This is an optimization exercise on Yosys and OpenROAD, whose aim is small area, a short achievable clock period and few clock cycles per item, not a production implementation. Function was checked by simulation only, so behaviour that the tests miss may differ from the original.

`flow/run.sh`:
```
#!/bin/bash
# Layout: the standard flow (standard.sh), with the standard synthesis
# unchanged. Only two things differ from the standard layout:
#  - timing repair (after floorplan, CTS and global routing) aims for
#    SETUP_SLACK_MARGIN ns of setup slack at the design's clock, so the
#    resizer sizes the critical paths instead of stopping at 12 ns;
#  - the port buffers are buf_1 cells instead of the default delay buffers.
# Gate cloning stays off so that every register keeps its name and count.
# Each step's full output is in synth.log and layout.log here, and in the
# per-step logs ORFS writes under orfs/logs.
set -uo pipefail
MARGIN=$(cat flow/margin.txt)
bash standard.sh synth > synth.log 2>&1 || exit 1
bash standard.sh SETUP_SLACK_MARGIN="$MARGIN" SKIP_GATE_CLONING=1 \
    BUFFER_PORTS_ARGS="-buffer_cell sky130_fd_sc_hd__buf_1" finish > layout.log 2>&1 || exit 1
```
`flow/margin.txt`:
```
8.4
```
`standard.sh`:
```
#!/bin/bash
# synth_recipe.tcl (not shown) runs the flow's synth.tcl, then flattens the netlist and writes it again
# the make line also repeats each setting of config.mk as NAME=value (left out here)
make -C /OpenROAD-flow-scripts/flow DESIGN_CONFIG=/design/flow/config.mk WORK_HOME=/design/flow/orfs CLKGATE_MAP_FILE= SYNTH_SCRIPT=/design/flow/synth_recipe.tcl "${@:-finish}"
```
`config.mk`:
```
export PLATFORM = sky130hd
export DESIGN_NAME = aes_engine
export DESIGN_NICKNAME = aes_engine
export VERILOG_FILES = /design/flow/design.v
export SDC_FILE = /design/flow/constraint.sdc
export NUM_CORES = 4
export LEC_CHECK = 0
export CAP_MARGIN = 20
export CELL_PAD_IN_SITES_DETAIL_PLACEMENT = 0
export CELL_PAD_IN_SITES_GLOBAL_PLACEMENT = 1
export CORE_MARGIN = 2
export CORE_UTILIZATION = 50
export CTS_CLUSTER_DIAMETER = 80
export CTS_CLUSTER_SIZE = 25
export SLEW_MARGIN = 20
```
`constraint.sdc`:
```
create_clock -name core_clock -period 12.0 [get_ports {clk}]
set_input_delay 2.4000 -clock core_clock [delete_from_list [all_inputs] [get_ports {clk}]]
set_output_delay 2.4000 -clock core_clock [all_outputs]
set_load 0.01 [all_outputs]
```
`design.v`:
```
module aes_sbox_a (input wire [7:0] a, output wire [3:0] m, output wire [4:0] x);
    wire U0, U1, U2, U3, U4, U5, U6, U7;
    wire T1, T2, T3, T4, T5, T6, T7, T8, T9, T10, T11, T12, T13, T14, T15, T16, T17, T18, T19, T20, T21, T22, T23, T24, T25, T26, T27, M1, M2, M3, M4, M5, M6, M7, M8, M9, M10, M11, M12, M13, M14, M15, M16, M17, M18, M19, M20, M21, M22, M23, M24, M25, M26, M27, M28, M29, M30, M31, M32, M33, M34, M35, M36, M37, M38, M39, M40;
    assign U0 = a[7];
    assign U1 = a[6];
    assign U2 = a[5];
    assign U3 = a[4];
    assign U4 = a[3];
    assign U5 = a[2];
    assign U6 = a[1];
    assign U7 = a[0];
    assign T1 = U0 ^ U3;
    assign T2 = U0 ^ U5;
    assign T3 = U0 ^ U6;
    assign T4 = U3 ^ U5;
    assign T5 = U4 ^ U6;
    assign T6 = T1 ^ T5;
    assign T7 = U1 ^ U2;
    assign T8 = U7 ^ T6;
    assign T9 = U7 ^ T7;
    assign T10 = T6 ^ T7;
    assign T11 = U1 ^ U5;
    assign T12 = U2 ^ U5;
    assign T13 = T3 ^ T4;
    assign T14 = T6 ^ T11;
    assign T15 = T5 ^ T11;
    assign T16 = T5 ^ T12;
    assign T17 = T9 ^ T16;
    assign T18 = U3 ^ U7;
    assign T19 = T7 ^ T18;
    assign T20 = T1 ^ T19;
    assign T21 = U6 ^ U7;
    assign T22 = T7 ^ T21;
    assign T23 = T2 ^ T22;
    assign T24 = T2 ^ T10;
    assign T25 = T20 ^ T17;
    assign T26 = T3 ^ T16;
    assign T27 = T1 ^ T12;
    assign M1 = T13 & T6;
    assign M2 = T23 & T8;
    assign M3 = T14 ^ M1;
    assign M4 = T19 & U7;
    assign M5 = M4 ^ M1;
    assign M6 = T3 & T16;
    assign M7 = T22 & T9;
    assign M8 = T26 ^ M6;
    assign M9 = T20 & T17;
    assign M10 = M9 ^ M6;
    assign M11 = T1 & T15;
    assign M12 = T4 & T27;
    assign M13 = M12 ^ M11;
    assign M14 = T2 & T10;
    assign M15 = M14 ^ M11;
    assign M16 = M3 ^ M2;
    assign M17 = M5 ^ T24;
    assign M18 = M8 ^ M7;
    assign M19 = M10 ^ M15;
    assign M20 = M16 ^ M13;
    assign M21 = M17 ^ M15;
    assign M22 = M18 ^ M13;
    assign M23 = M19 ^ T25;
    assign M24 = M22 ^ M23;
    assign M25 = M22 & M20;
    assign M26 = M21 ^ M25;
    assign M27 = M20 ^ M21;
    assign M28 = M23 ^ M25;
    assign M29 = M28 & M27;
    assign M30 = M26 & M24;
    assign M31 = M20 & M23;
    assign M32 = M27 & M31;
    assign M33 = M27 ^ M25;
    assign M34 = M21 & M22;
    assign M35 = M24 & M34;
    assign M36 = M24 ^ M25;
    assign M37 = M21 ^ M29;
    assign M38 = M32 ^ M33;
    assign M39 = M23 ^ M30;
    assign M40 = M35 ^ M36;
    assign m[3] = M37;
    assign m[2] = M38;
    assign m[1] = M39;
    assign m[0] = M40;
    assign x[4] = T8;
    assign x[3] = T10;
    assign x[2] = T17;
    assign x[1] = T20;
    assign x[0] = T23;
endmodule
module aes_sbox_b (input wire [7:0] a, input wire [3:0] m, input wire [4:0] x, output wire [7:0] y);
    wire U0, U1, U2, U3, U4, U5, U6, U7;
    wire M37, M38, M39, M40, T8, T10, T17, T20, T23;
    wire T1, T2, T3, T4, T5, T6, T7, T9, T11, T12, T13, T15, T16, T18, T19, T21, T22, T27, M41, M42, M43, M44, M45, M46, M47, M48, M49, M50, M51, M52, M53, M54, M55, M56, M57, M58, M59, M60, M61, M62, M63, L0, L1, L2, L3, L4, L5, L6, L7, L8, L9, L10, L11, L12, L13, L14, L15, L16, L17, L18, L19, L20, L21, L22, L23, L24, L25, L26, L27, L28, L29, S0, S1, S2, S3, S4, S5, S6, S7;
    assign U0 = a[7];
    assign U1 = a[6];
    assign U2 = a[5];
    assign U3 = a[4];
    assign U4 = a[3];
    assign U5 = a[2];
    assign U6 = a[1];
    assign U7 = a[0];
    assign M37 = m[3];
    assign M38 = m[2];
    assign M39 = m[1];
    assign M40 = m[0];
    assign T8 = x[4];
    assign T10 = x[3];
    assign T17 = x[2];
    assign T20 = x[1];
    assign T23 = x[0];
    assign T1 = U0 ^ U3;
    assign T2 = U0 ^ U5;
    assign T3 = U0 ^ U6;
    assign T4 = U3 ^ U5;
    assign T5 = U4 ^ U6;
    assign T6 = T1 ^ T5;
    assign T7 = U1 ^ U2;
    assign T9 = U7 ^ T7;
    assign T11 = U1 ^ U5;
    assign T12 = U2 ^ U5;
    assign T13 = T3 ^ T4;
    assign T15 = T5 ^ T11;
    assign T16 = T5 ^ T12;
    assign T18 = U3 ^ U7;
    assign T19 = T7 ^ T18;
    assign T21 = U6 ^ U7;
    assign T22 = T7 ^ T21;
    assign T27 = T1 ^ T12;
    assign M41 = M38 ^ M40;
    assign M42 = M37 ^ M39;
    assign M43 = M37 ^ M38;
    assign M44 = M39 ^ M40;
    assign M45 = M42 ^ M41;
    assign M46 = M44 & T6;
    assign M47 = M40 & T8;
    assign M48 = M39 & U7;
    assign M49 = M43 & T16;
    assign M50 = M38 & T9;
    assign M51 = M37 & T17;
    assign M52 = M42 & T15;
    assign M53 = M45 & T27;
    assign M54 = M41 & T10;
    assign M55 = M44 & T13;
    assign M56 = M40 & T23;
    assign M57 = M39 & T19;
    assign M58 = M43 & T3;
    assign M59 = M38 & T22;
    assign M60 = M37 & T20;
    assign M61 = M42 & T1;
    assign M62 = M45 & T4;
    assign M63 = M41 & T2;
    assign L0 = M61 ^ M62;
    assign L1 = M50 ^ M56;
    assign L2 = M46 ^ M48;
    assign L3 = M47 ^ M55;
    assign L4 = M54 ^ M58;
    assign L5 = M49 ^ M61;
    assign L6 = M62 ^ L5;
    assign L7 = M46 ^ L3;
    assign L8 = M51 ^ M59;
    assign L9 = M52 ^ M53;
    assign L10 = M53 ^ L4;
    assign L11 = M60 ^ L2;
    assign L12 = M48 ^ M51;
    assign L13 = M50 ^ L0;
    assign L14 = M52 ^ M61;
    assign L15 = M55 ^ L1;
    assign L16 = M56 ^ L0;
    assign L17 = M57 ^ L1;
    assign L18 = M58 ^ L8;
    assign L19 = M63 ^ L4;
    assign L20 = L0 ^ L1;
    assign L21 = L1 ^ L7;
    assign L22 = L3 ^ L12;
    assign L23 = L18 ^ L2;
    assign L24 = L15 ^ L9;
    assign L25 = L6 ^ L10;
    assign L26 = L7 ^ L9;
    assign L27 = L8 ^ L10;
    assign L28 = L11 ^ L14;
    assign L29 = L11 ^ L17;
    assign S0 = L6 ^ L24;
    assign S1 = ~(L16 ^ L26);
    assign S2 = ~(L19 ^ L28);
    assign S3 = L6 ^ L21;
    assign S4 = L20 ^ L22;
    assign S5 = L25 ^ L29;
    assign S6 = ~(L13 ^ L27);
    assign S7 = ~(L6 ^ L23);
    assign y[7] = S0;
    assign y[6] = S1;
    assign y[5] = S2;
    assign y[4] = S3;
    assign y[3] = S4;
    assign y[2] = S5;
    assign y[1] = S6;
    assign y[0] = S7;
endmodule
module aes_engine (
    input  wire         clk,
    input  wire         rst,         
    input  wire         in_valid,
    output wire         in_ready,
    input  wire         aes256,      
    input  wire [255:0] key,
    input  wire [127:0] din,         
    output reg          out_valid,
    output reg  [127:0] dout         
);
    reg          s_busy, p_busy;
    reg          s_m256, p_m256;
    reg  [3:0]   s_rnd,  p_rnd;
    reg  [127:0] s_state;            
    reg  [255:0] s_kw;               
    reg  [127:0] p_nw;               
    reg  [127:0] p_q;                
    reg  [127:0] p_u;                
    reg  [63:0]  p_m;                
    reg  [79:0]  p_x;                
    reg  [15:0]  p_km;               
    reg  [19:0]  p_kx;               
    reg          p_last;             
    reg          p_rot;              
    reg          p_nrot;             
    reg          ready_o;            
    reg          ready;
    assign in_ready = ready_o;
    wire take = in_valid && ready_o;
    wire [127:0] u = s_state ^ s_kw[127:0];
    wire [63:0]  m;
    wire [79:0]  x;
    wire [15:0]  km;
    wire [19:0]  kx;
    genvar gi;
    generate
        for (gi = 0; gi < 16; gi = gi + 1) begin : g_sa
            aes_sbox_a u_sa (.a(u[127 - 8*gi -: 8]), .m(m[63 - 4*gi -: 4]), .x(x[79 - 5*gi -: 5]));
        end
        for (gi = 0; gi < 4; gi = gi + 1) begin : g_ksa
            aes_sbox_a u_ksa (.a(s_kw[31 - 8*gi -: 8]), .m(km[15 - 4*gi -: 4]), .x(kx[19 - 5*gi -: 5]));
        end
    endgenerate
    wire [127:0] sub;
    generate
        for (gi = 0; gi < 16; gi = gi + 1) begin : g_sb
            aes_sbox_b u_sb (.a(p_u[127 - 8*gi -: 8]), .m(p_m[63 - 4*gi -: 4]), .x(p_x[79 - 5*gi -: 5]),
                             .y(sub[127 - 8*gi -: 8]));
        end
    endgenerate
    wire [127:0] shifted;
    generate
        for (gi = 0; gi < 16; gi = gi + 1) begin : g_shift
            localparam integer R = gi % 4;
            localparam integer C = gi / 4;
            localparam integer SRC = R + 4 * ((C + R) % 4);
            assign shifted[127 - 8*gi -: 8] = sub[127 - 8*SRC -: 8];
        end
    endgenerate
    wire [127:0] mixed;
    generate
        for (gi = 0; gi < 4; gi = gi + 1) begin : g_mix
            wire [7:0] a0 = shifted[127 - 32*gi      -: 8];
            wire [7:0] a1 = shifted[127 - 32*gi -  8 -: 8];
            wire [7:0] a2 = shifted[127 - 32*gi - 16 -: 8];
            wire [7:0] a3 = shifted[127 - 32*gi - 24 -: 8];
            wire [7:0] x0 = {a0[6:0], 1'b0} ^ (a0[7] ? 8'h1b : 8'h00);
            wire [7:0] x1 = {a1[6:0], 1'b0} ^ (a1[7] ? 8'h1b : 8'h00);
            wire [7:0] x2 = {a2[6:0], 1'b0} ^ (a2[7] ? 8'h1b : 8'h00);
            wire [7:0] x3 = {a3[6:0], 1'b0} ^ (a3[7] ? 8'h1b : 8'h00);
            assign mixed[127 - 32*gi      -: 8] = x0 ^ x1 ^ a1 ^ a2 ^ a3;
            assign mixed[127 - 32*gi -  8 -: 8] = a0 ^ x1 ^ x2 ^ a2 ^ a3;
            assign mixed[127 - 32*gi - 16 -: 8] = a0 ^ a1 ^ x2 ^ x3 ^ a3;
            assign mixed[127 - 32*gi - 24 -: 8] = x0 ^ a0 ^ a1 ^ a2 ^ x3;
        end
    endgenerate
    wire [31:0] ksub;
    generate
        for (gi = 0; gi < 4; gi = gi + 1) begin : g_ksb
            aes_sbox_b u_ksb (.a(p_nw[31 - 8*gi -: 8]), .m(p_km[15 - 4*gi -: 4]), .x(p_kx[19 - 5*gi -: 5]),
                              .y(ksub[31 - 8*gi -: 8]));
        end
    endgenerate
    wire [3:0] rcon_idx = s_m256 ? (4'd6 - {1'b0, s_rnd[3:1]}) : (4'd9 - s_rnd);
    reg  [7:0] rcon;
    always @(*) begin
        case (rcon_idx)
            4'd0: rcon = 8'h01;
            4'd1: rcon = 8'h02;
            4'd2: rcon = 8'h04;
            4'd3: rcon = 8'h08;
            4'd4: rcon = 8'h10;
            4'd5: rcon = 8'h20;
            4'd6: rcon = 8'h40;
            4'd7: rcon = 8'h80;
            4'd8: rcon = 8'h1b;
            4'd9: rcon = 8'h36;
            default: rcon = 8'h00;
        endcase
    end
    wire         x_swap = s_m256 && (s_rnd == 4'd13);
    wire         x_rot  = !s_m256 || !s_rnd[0];
    wire [127:0] base = s_m256 ? s_kw[255:128] : s_kw[127:0];
    wire [31:0]  q0   = base[127:96] ^ {x_rot ? rcon : 8'h00, 24'h0};
    wire [31:0]  q1   = q0 ^ base[95:64];
    wire [31:0]  q2   = q1 ^ base[63:32];
    wire [31:0]  q3   = q2 ^ base[31:0];
    wire [127:0] q    = x_swap ? s_kw[255:128] : {q0, q1, q2, q3};
    wire [31:0]  t  = ({ksub[23:0], ksub[31:24]} & {32{p_rot}}) | (ksub & {32{p_nrot}});
    wire [127:0] rk = p_q ^ {t, t, t, t};
    wire n_free     = !s_busy || (s_rnd == 4'd0);
    wire n_conflict = take ? aes256
                           : (p_busy && !p_last && p_m256 && (p_rnd >= 4'd11));
    always @(posedge clk) begin
        p_busy <= s_busy;
        p_m256 <= s_m256;
        p_rnd  <= s_rnd;
        p_last <= (s_rnd == 4'd0);
        p_rot  <= !x_swap && x_rot;
        p_nrot <= !x_swap && !x_rot;
        p_q    <= q;
        p_nw   <= s_kw[127:0];
        p_u    <= u;
        p_m    <= m;
        p_x    <= x;
        p_km   <= km;
        p_kx   <= kx;
        if (ready) begin
            s_m256  <= aes256;
            s_rnd   <= aes256 ? 4'd13 : 4'd9;
            s_state <= din;
            s_kw    <= {key[127:0], key[255:128]};
        end else begin
            s_m256  <= p_m256;
            s_rnd   <= p_rnd - 4'd1;
            s_state <= mixed;
            s_kw    <= {p_nw, rk};
        end
        dout <= shifted ^ rk;
        if (rst) begin
            s_busy    <= 1'b0;
            p_busy    <= 1'b0;
            out_valid <= 1'b0;
            ready     <= 1'b1;
            ready_o   <= 1'b0;
        end else begin
            s_busy    <= take || (!ready && p_busy && !p_last);
            out_valid <= p_busy && p_last;
            ready     <= n_free && !n_conflict;
            ready_o   <= n_free && !n_conflict;
        end
    end
endmodule
```
==> out/results.ini, run 1 <==
[floorplan]
io_pins=518
start_util=0.505
fp.dieH_um=369
rows=133
die_width_um=369
core-area_sq_mm=0.132
dieArea_sq_mm=0.136

[route]
drt_iter0_drc=3968
post_drt_wl_per_cell_um=25.4
ant_nets=0
routed_wl_um=227000
dr.pass1.iters=5
dr_total_vias=48200
drc=0
via_per_inst=5.40

[critical_path]
crit_path_end_kind=primary output
crit_fanout=1
timing_worst_setup_path_type=register to primary output
path_buf_inv=1
crit_family=flip-flops
crit_path_start_kind=register
slowest_delay_ns=0.43
arrival_ns=1.25
slowest_stage=dfxtp_4
crit_chain=buf_6
crit_required_ns=9.60

[cts]
insertion_delay_ns=0.70
clkSlewWorstSetupHoldPaths_ns=0.10
cts_max_level=3
cts_tree=done
postCtsHoldBufs=0
clockRootBuffer=clkbuf_16
cts.sinks=1094
cts_buffers=71
ctsLongestPathBuffers=3

[hold_path]
min_path_type=register to register

[cells_and_area]
drive_above_1_share=0.171
multiInputGateArea_sq_mm=0.0458
seq_area_sq_mm=0.0222
filler_cell_count=11800
fin_cells=8937
syn2layout_area_growth_pct=15.7
nets=7557

[timing]
drv_slew=0
fin_hold_ws_ns=0.386
fin_skew_ns=0.0294
worst_pin_slew_ns=1.11
maxSlewHeadroom=0.259
setup_ws_ns=8.35
rsz0062_at_grt=yes
hold_viol_final=0
clock.fmax_mhz=274
layout_min_cycle_time_ns=3.65
tns_ns=0
period_share=0.305
setup_viol=0

[synth]
syn_nets=7140
ys_ff_latch=1094
synth_xor_area_frac=0.406
post_synth.cell_area_avg_sq_um=9.92
yosysSeqAreaShare=0.329
synth_edf_count=0
yosysUniqueCellTypes=93
synthFlopType=dfxtp_1
synthAdderAreaFrac=0.00888
synthMuxAreaShare=0.0556
yosysWarnings=1
async_flop_share=0
synthCells=6708
yosys.area_share.simple=0.0811
synth_top_family_by_area=XOR/XNOR gates
syn-cell-area_sq_mm=0.0665
synth_compound_area_frac=0.0910

[global_route]
grt_max_degree=201
grt_first_pass_wirelength_um=320000
overflow=0
antenna_found_initial=17
globalRouteTotalUtil=0.323
grt_pass1_vias=46200

[placed_design]
gp_congestion=0.980
place_ws_ns=7.82
dp_cells=8745
dp_hpwl_um=182000
io_buffers=517

[run_status]
outcome=finished clean

[run]
cap_viol_max_count=0

per-stage QoR:
step | area [sq um] | utilization
5_1_grt | 77000 | 0.584
6_report | 77000 | 0.584
4_1_cts | 74900 | 0.568
3_3_place_gp | 69900 | 0.531
2_1_floorplan | 66500 | -
3_5_place_dp | 69900 | 0.531
layer usage:
layer | vias up | GRT usage | wire length, um
li1 | 23000 | - | -
met1 | 23500 | 0.444 | 100000
met2 | 1482 | 0.527 | 105000
met3 | 277 | 0.0397 | 12200
met4 | 4 | 0.108 | 8550
met5 | - | 0 | 27
synthesized netlist by cell type (30+ instances only):
library cell | instances | area share
nand3_1 | 74 | 0.0056
mux2i_1 | 130 | 0.020
clkbuf_1 | 193 | 0.011
o22ai_1 | 70 | 0.0066
mux2_2 | 212 | 0.036
dfxtp_1 | 1094 | 0.33
xnor3_1 | 244 | 0.083
nor2b_1 | 30 | 0.0028
buf_2 | 93 | 0.0070
ha_1 | 44 | 0.0083
nor2_1 | 410 | 0.023
xor3_1 | 57 | 0.020
a22oi_1 | 77 | 0.0087
xnor2_1 | 1353 | 0.18
o21ai_0 | 379 | 0.029
nand2b_1 | 46 | 0.0043
nor3_1 | 62 | 0.0047
xor2_1 | 791 | 0.10
a21oi_1 | 209 | 0.016
inv_1 | 158 | 0.0089
nand2_1 | 549 | 0.031
xnor2_2 | 31 | 0.0076
final cells by class:
type | instances | area share
Clock inverter | 45 | 0.00906
Multi-Input combinational cell | 5151 | 0.594
Clock buffer | 79 | 0.0244
Inverter | 160 | 0.00780
Antenna cell | 6 | 0.000195
Sequential cell | 1094 | 0.288
Tap cell | 1755 | 0.0285
Timing Repair Buffer | 647 | 0.0478
cells by family (layout without fill, tap and decap cells):
logic type / count (synthesis) / in the layout
other: 0 / 6
AND/OR/NAND/NOR: 1264 / 1264
flip-flops: 1094 / 1094
multiplexers: 343 / 343
XOR/XNOR: 2516 / 2516
AO/OA/AOI/OAI: 980 / 980
buffers and inverters: 463 / 931
adder cells (fa/ha/maj): 48 / 48
worst paths after layout:
| path | startpoint | endpoint | slack (ns) | cells past startpoint |
|---|---|---|---|---|
| worst max-delay path | dout[89]$_DFF_P_ | dout[89] | 8.35 | 1 |
| worst min-delay path | s_kw[109]$_DFF_P_ | p_nw[109]$_DFF_P_ | 0.39 | 0 |
| worst max register to register | p_nw[25]$_DFF_P_ | dout[126]$_DFF_P_ | 8.40 | 10 |
| worst min register to register | s_kw[109]$_DFF_P_ | p_nw[109]$_DFF_P_ | 0.39 | 0 |
sequential cells by signal, summed over array words and instances, names as in the netlist, 16 cells and up:
| signal | count |
|---|---|
| s_state | 128 |
| p_m | 64 |
| p_km | 16 |
| p_kx | 20 |
| s_kw | 256 |
| p_x | 80 |
| p_q | 128 |
| p_u | 128 |
| p_nw | 128 |
| dout | 128 |
timing repair:
item	4_1_cts	5_1_grt
setup buffers	26	36
endpoints found under the setup margin	469	340
pin swaps	20	28
resized for setup	488	315
cell usage in the layout (no fill, tap or decap), types with 73 or more instances in the layout:
master / n
dfxtp_2: 156
xor2_2: 99
mux2i_1: 130
buf_4: 114
nand2_1: 548
a21oi_1: 205
xnor2_1: 1173
dfxtp_1: 916
inv_1: 158
clkbuf_16: 73
mux2_2: 212
xnor3_1: 224
xnor2_2: 173
o21ai_0: 374
xor2_1: 687
nor2_1: 410
buf_1: 393
nand3_1: 73
Testbench counts, summed over its fixed seeds: cycles 24,932, items 2,048.
==> run 2: changes to the inputs <==
==> flow/margin.txt (replaced) <==
7.9
==> out/results.ini, run 2 <==
[run_status]
outcome=finished clean

[synth]
synth_edf_count=0  ; unchanged
yosysMostFrequentCell=xnor2_1
synth_area_leaders=dfxtp_1 (33%), xnor2_1 (18%), xor2_1 (10%)
async_flop_share=0  ; unchanged
post_synth.cell_area_avg_sq_um=9.92  ; unchanged
ys_ff_latch=1094  ; unchanged
synth_largest_area_cell=dfxtp_1
syn_nets=7140  ; unchanged
yosysUniqueCellTypes=93  ; unchanged
synthFlopType=dfxtp_1
synth_top_area_frac=0.329  ; unchanged
synth_commonest_cells=xnor2_1 (1,353), dfxtp_1 (1,094), xor2_1 (791)
synthCells=6708  ; unchanged
yosysWarnings=1  ; unchanged
yosysSeqAreaShare=0.329  ; unchanged
syn-cell-area_sq_mm=0.0665  ; unchanged

[placed_design]
placed_area_sq_mm=0.0699  ; unchanged
place_ws_ns=7.82  ; unchanged
gp_congestion=0.980  ; unchanged
dp_hpwl_um=182000  ; unchanged
io_buffers=517  ; unchanged

[cts]
clockRootBuffer=clkbuf_16
cts.sinks=1094  ; unchanged
insertion_delay_ns=0.71  ; about the same
cts_buffers=71  ; unchanged
cts_tree=done
postCtsHoldBufs=0  ; unchanged
ctsLongestPathBuffers=3  ; unchanged
clkSlewWorstSetupHoldPaths_ns=0.10  ; about the same
cts_max_level=3  ; unchanged

[route]
routed_wl_um=224000  ; -1.1%
top_layer_used=met5
ant_nets=0  ; unchanged
post_drt_wl_per_cell_um=25.2  ; -0.53%
wl_met3_um=12300  ; +0.71%
dr_total_vias=47900  ; -0.69%
via_per_inst=5.39  ; -0.10%
met2RoutedLength_um=104000  ; -1.5%
dr.pass1.iters=8  ; +3
drt_iter0_drc=4023  ; +1.4%
drc=0  ; unchanged
wl_met1_um=99900  ; -0.51%

[cells_and_area]
final_common_cell=xnor2_1
utilization=0.554  ; -0.0304
final_cell_mix=xnor2_1 (1,316), dfxtp_1 (1,091), xor2_1 (779)
fin_area_sq_mm=0.0730  ; -5.2%
largest_register_ffs=256  ; unchanged
filler_cell_count=12200  ; +3.8%
regMostFlops=s_kw
nets=7504  ; -0.70%
syn2layout_area_growth_pct=9.73
drive_above_1_share=0.0818  ; -0.0890

[timing]
fin_skew_ns=0.0352  ; +0.00585 ns
setup_viol=0  ; unchanged
rsz0062_at_grt=yes
maxSlewHeadroom=0.145  ; -0.115
worst_pin_slew_ns=1.27  ; +0.167 ns
setup_ws_ns=7.92  ; -0.430 ns
clock.fmax_mhz=245  ; -11%
period_share=0.340  ; +0.0358
hold_viol_final=0  ; unchanged
drv_slew=0  ; unchanged
tns_ns=0  ; unchanged
layout_min_cycle_time_ns=4.08  ; +0.430 ns

[run]
cap_viol_max_count=0  ; unchanged

[critical_path]
crit_fanout=9  ; +8
crit_family=XOR/XNOR gates
crit_required_ns=12.56  ; +2.96 ns
timing_worst_setup_path_type=register to register
slowest_delay_ns=1.00  ; +0.57 ns
crit_path_start_kind=register
path_buf_inv=0  ; -1
slowest_stage=xnor2_1
arrival_ns=4.65  ; +3.40 ns
crit_chain=xor2_1 -> o22ai_1 -> a221oi_1 -> o21ai_1 -> xor2_1 -> xnor2_1 -> xnor3_1 -> xnor2_1 -> o21ai_0
crit_path_end_kind=register

[global_route]
overflow=0  ; unchanged
antenna_found_initial=13  ; -4
grt_pass1_vias=45700  ; -1.0%
grt_max_degree=201  ; unchanged
globalRouteTotalUtil=0.321  ; -0.00280
grt_first_pass_wirelength_um=317000  ; -0.85%

[floorplan]
io_pins=518  ; unchanged
start_util=0.505  ; unchanged
rows=133  ; unchanged
die_width_um=369  ; unchanged
dieArea_sq_mm=0.136  ; unchanged
fp.dieH_um=369  ; unchanged
core-area_sq_mm=0.132  ; unchanged

[hold_path]
min_path_type=register to register

-- run 2: cell counts after synthesis --
No cell type changed its count.
-- run 2: worst register-to-register path: stages (launching register included) --
cell and delay [ns]:
dfxtp_1 0.61, xor2_1 0.40, o22ai_1 0.13, a221oi_1 0.28
o21ai_1 0.20, xor2_1 0.24, xnor2_1 1.00, xnor3_1 0.60
xnor2_1 0.13, o21ai_0 0.37
-- run 2: kinds of logic after synthesis --
kind of cell,Yosys count,share of synthesized area
flops,1094,0.329
compound gates,980,0.0910
fa+ha+maj,48,0.00888
mux,343,0.0556
xor+xnor,2516,0.406
simple gates,1264,0.0811
buf+inv,463,0.0286
-- run 2: final timing paths --
path / start / endpoint / slack, ns / depth (start not counted)
setup / recovery: p_m[7]$_DFF_P_ / s_state[67]$_DFF_P_ / 7.92 / 9
hold / removal: s_kw[114]$_DFF_P_ / p_nw[114]$_DFF_P_ / 0.38 / 0
setup reg to reg: p_m[7]$_DFF_P_ / s_state[67]$_DFF_P_ / 7.92 / 9
hold reg to reg: s_kw[114]$_DFF_P_ / p_nw[114]$_DFF_P_ / 0.38 / 0
-- run 2: layer usage --
| layer | vias up | GRT usage |
|---|---|---|
| met1 | 23200 | 0.440 |
| met5 | - | 0 |
| met3 | 257 | 0.0406 |
| met2 | 1495 | 0.521 |
| met4 | 2 | 0.108 |
| li1 | 22900 | - |
-- run 2: stage by stage --
step,std cells,hold slack (ns)
after floorplan,6708,0.326
after global placement,8744,0.365
after detailed placement,8745,0.369
after CTS,8869,0.383
after global routing,8880,0.391
final,8884,0.384
-- run 2: repair_timing --
| action | 4_1_cts | 5_1_grt |
|---|---|---|
| gates resized for setup | 3 | 51 |
| pin swaps | 0 | 5 |
| gates cloned | 0 | 0 |
| setup endpoints to repair | 5 | 85 |
| buffers inserted | 0 | 8 |
-- run 2: cell type report --
cell class                      instances  area (sq um)  share of cell area
Sequential cell                      1094         21900               0.300
Clock inverter                         45           698             0.00956
Antenna cell                            6          15.0            0.000206
Tap cell                             1755          2200              0.0301
Inverter                              160           601             0.00823
Timing Repair Buffer                  594          2550              0.0349
Multi-Input combinational cell       5151         43200               0.591
Clock buffer                           79          1880              0.0257
==> run 3: changes to the inputs <==
==> flow/margin.txt (replaced) <==
8.1
==> out/results.ini, run 3 <==
[cts]
cts_buffers=71  ; unchanged
clkSlewWorstSetupHoldPaths_ns=0.10  ; about the same
cts_max_level=3  ; unchanged
insertion_delay_ns=0.71  ; about the same
cts_tree=done
postCtsHoldBufs=0  ; unchanged
cts.sinks=1094  ; unchanged
clockRootBuffer=clkbuf_16
ctsLongestPathBuffers=3  ; unchanged

[critical_path]
timing_worst_setup_path_type=register to register
ff2ff_setup_slack_ns=8.15  ; +0.23 ns
arrival_ns=4.46  ; -0.19 ns
r2r-start=p_m[11]$_DFF_P_
crit_fanout=8  ; -1
reg2reg_depth=9  ; unchanged
crit_chain=xnor2_1 -> nor2_1 -> a221o_1 -> a21oi_2 -> xor2_1 -> xnor2_1 -> xnor2_2 -> xnor3_1 -> o21ai_0
slowest_stage=xor2_1
slowest_delay_ns=0.66  ; -0.34 ns
crit_required_ns=12.61  ; +0.05 ns
critPathMostFrequentCell=xnor2_1
reg2reg_to=s_state[49]$_DFF_P_
crit_path_end_kind=register
crit_path_start_kind=register

[cells_and_area]
final_common_cell=xnor2_1
syn2layout_area_growth_pct=11.0
final_cell_mix=xnor2_1 (1,266), dfxtp_1 (1,073), xor2_1 (748)
fin_area_sq_mm=0.0738  ; +1.1%
largest_register_ffs=256  ; unchanged
utilization=0.560  ; +0.00629
nets=7507  ; +0.040%
regMostFlops=s_kw
fin_cells=8887  ; +0.034%
drive_above_1_share=0.0988  ; +0.0169

[global_route]
grt_max_degree=201  ; unchanged
antenna_found_initial=14  ; +1
globalRouteTotalUtil=0.321  ; +0.000801
grt_pass1_vias=45800  ; +0.19%
grt_first_pass_wirelength_um=317000  ; +0.20%
overflow=0  ; unchanged

[route]
ant_nets=0  ; unchanged
dr.pass1.iters=8  ; unchanged
drt_iter0_drc=3827  ; -4.9%
via_per_inst=5.39  ; about the same
post_drt_wl_per_cell_um=25.2  ; +0.11%
dr_total_vias=47900  ; +0.015%
routed_wl_um=224000  ; +0.14%
drc=0  ; unchanged

[floorplan]
start_util=0.505  ; unchanged
rows=133  ; unchanged
io_pins=518  ; unchanged
die_width_um=369  ; unchanged
fp.dieH_um=369  ; unchanged
core-area_sq_mm=0.132  ; unchanged
dieArea_sq_mm=0.136  ; unchanged

[synth]
synth_top_area_frac=0.329  ; unchanged
synth_area_leaders=dfxtp_1 (33%), xnor2_1 (18%), xor2_1 (10%)
yosysMostFrequentCell=xnor2_1
synthCells=6708  ; unchanged
yosysSeqAreaShare=0.329  ; unchanged
synthFlopType=dfxtp_1
async_flop_share=0  ; unchanged
synth_largest_area_cell=dfxtp_1
syn_nets=7140  ; unchanged
yosysUniqueCellTypes=93  ; unchanged
synth_commonest_cells=xnor2_1 (1,353), dfxtp_1 (1,094), xor2_1 (791)
yosysWarnings=1  ; unchanged
post_synth.cell_area_avg_sq_um=9.92  ; unchanged
ys_ff_latch=1094  ; unchanged
syn-cell-area_sq_mm=0.0665  ; unchanged
synth_edf_count=0  ; unchanged

[timing]
period_share=0.321  ; -0.0193
clock.fmax_mhz=260  ; +6.0%
layout_min_cycle_time_ns=3.85  ; -0.232 ns
tns_ns=0  ; unchanged
fin_skew_ns=0.0372  ; +0.00191 ns
maxSlewHeadroom=0.260  ; +0.115
rsz0062_at_grt=yes
drv_slew=0  ; unchanged
setup_viol=0  ; unchanged
hold_viol_final=0  ; unchanged
worst_pin_slew_ns=1.11  ; -0.168 ns

[hold_path]
holdPathStages=0  ; unchanged
hold_end=p_nw[109]$_DFF_P_
min_from=s_kw[109]$_DFF_P_
min_path_type=register to register

[placed_design]
dp_hpwl_um=182000  ; unchanged
gp_congestion=0.980  ; unchanged
placed_area_sq_mm=0.0699  ; unchanged
io_buffers=517  ; unchanged
dp_cells=8745  ; unchanged

[run]
cap_viol_max_count=0  ; unchanged

[run_status]
outcome=finished clean

## run 3: cell counts after synthesis
No cell type changed its count.
## run 3: area by class of cell
type | count | area (sq um)
Multi-Input combinational cell | 5151 | 43900
Fill cell | 12100 | 57900
Tap cell | 1755 | 2200
Clock buffer | 79 | 1880
Inverter | 160 | 601
Timing Repair Buffer | 597 | 2610
Sequential cell | 1094 | 21900
Antenna cell | 6 | 15.0
Clock inverter | 45 | 698
## run 3: what timing repair did
action | CTS | global route
gates resized for setup | 36 | 144
endpoints found under the setup margin | 107 | 180
buffers inserted | 3 | 9
pin swaps | 3 | 4
## run 3: cell families after synthesis
logic type,synth area share
simple gates,0.0811
buf+inv,0.0286
fa+ha+maj,0.00888
mux,0.0556
xor+xnor,0.406
compound gates,0.0910
flops,0.329
## run 3: metal layers
layer	routed length (um)	up-vias	track usage
li1	-	22900	-
met1	99600	23200	0.441
met2	104000	1456	0.520
met3	12600	283	0.0417
met4	8520	2	0.111
met5	13	-	0
## run 3: through the flow
step	setup slack (ns)	hold WS (ns)
after CTS	8.02	0.383
after detailed placement	7.82	0.369
after floorplan	8.71	0.326
after global routing	8.01	0.392
final	8.15	0.383
after global placement	7.58	0.365
## run 3: how the worst max path moves through the flow
stage | startpoint | to | cells past startpoint
global route | p_m[16]$_DFF_P_ | s_state[11]$_DFF_P_ | 9
detailed placement | p_km[10]$_DFF_P_ | dout[90]$_DFF_P_ | 10
CTS | p_km[3]$_DFF_P_ | s_kw[2]$_DFF_P_ | 9
finish | p_m[11]$_DFF_P_ | s_state[49]$_DFF_P_ | 9
global placement | p_m[26]$_DFF_P_ | s_state[95]$_DFF_P_ | 10
floorplan | s_kw[13]$_DFF_P_ | p_m[7]$_DFF_P_ | 11
## run 3: worst max-delay path, delay by kind of cell (launching register included)
kind,cells,cell delay [ns]
XOR/XNOR,5,2.42
AND/OR/NAND/NOR,1,0.12
flip-flops,1,0.43
AO/OA/AOI/OAI,3,0.80

[port drivers added, routing unchanged]
How much do the figures lean on ideal ports? The routed layouts below were timed once more, with nothing changed but the port constraints.
Step 1 assumes that a clkbuf_16 drives the clock port and a buf_2 every other input.
Step 2, shift: input delay + t, output delay - t, t = (earliest + latest rising clock arrival at the registers) / 2. This alone moves slack from input paths to output paths.
a / b / c = no drivers / after step 1 / after step 2; a / b = the first two.
run | shift t [ns] | setup slack, ns | pins driven straight from the clock port
run 1 | 0.777 | 8.345 / 8.260 / 8.398 | 1
run 2 | 0.777 | 7.916 / 7.916 / 7.916 | 1
run 3 | 0.778 | 8.147 / 8.146 / 8.147 | 1
After both steps setup and hold are still met in every run listed.
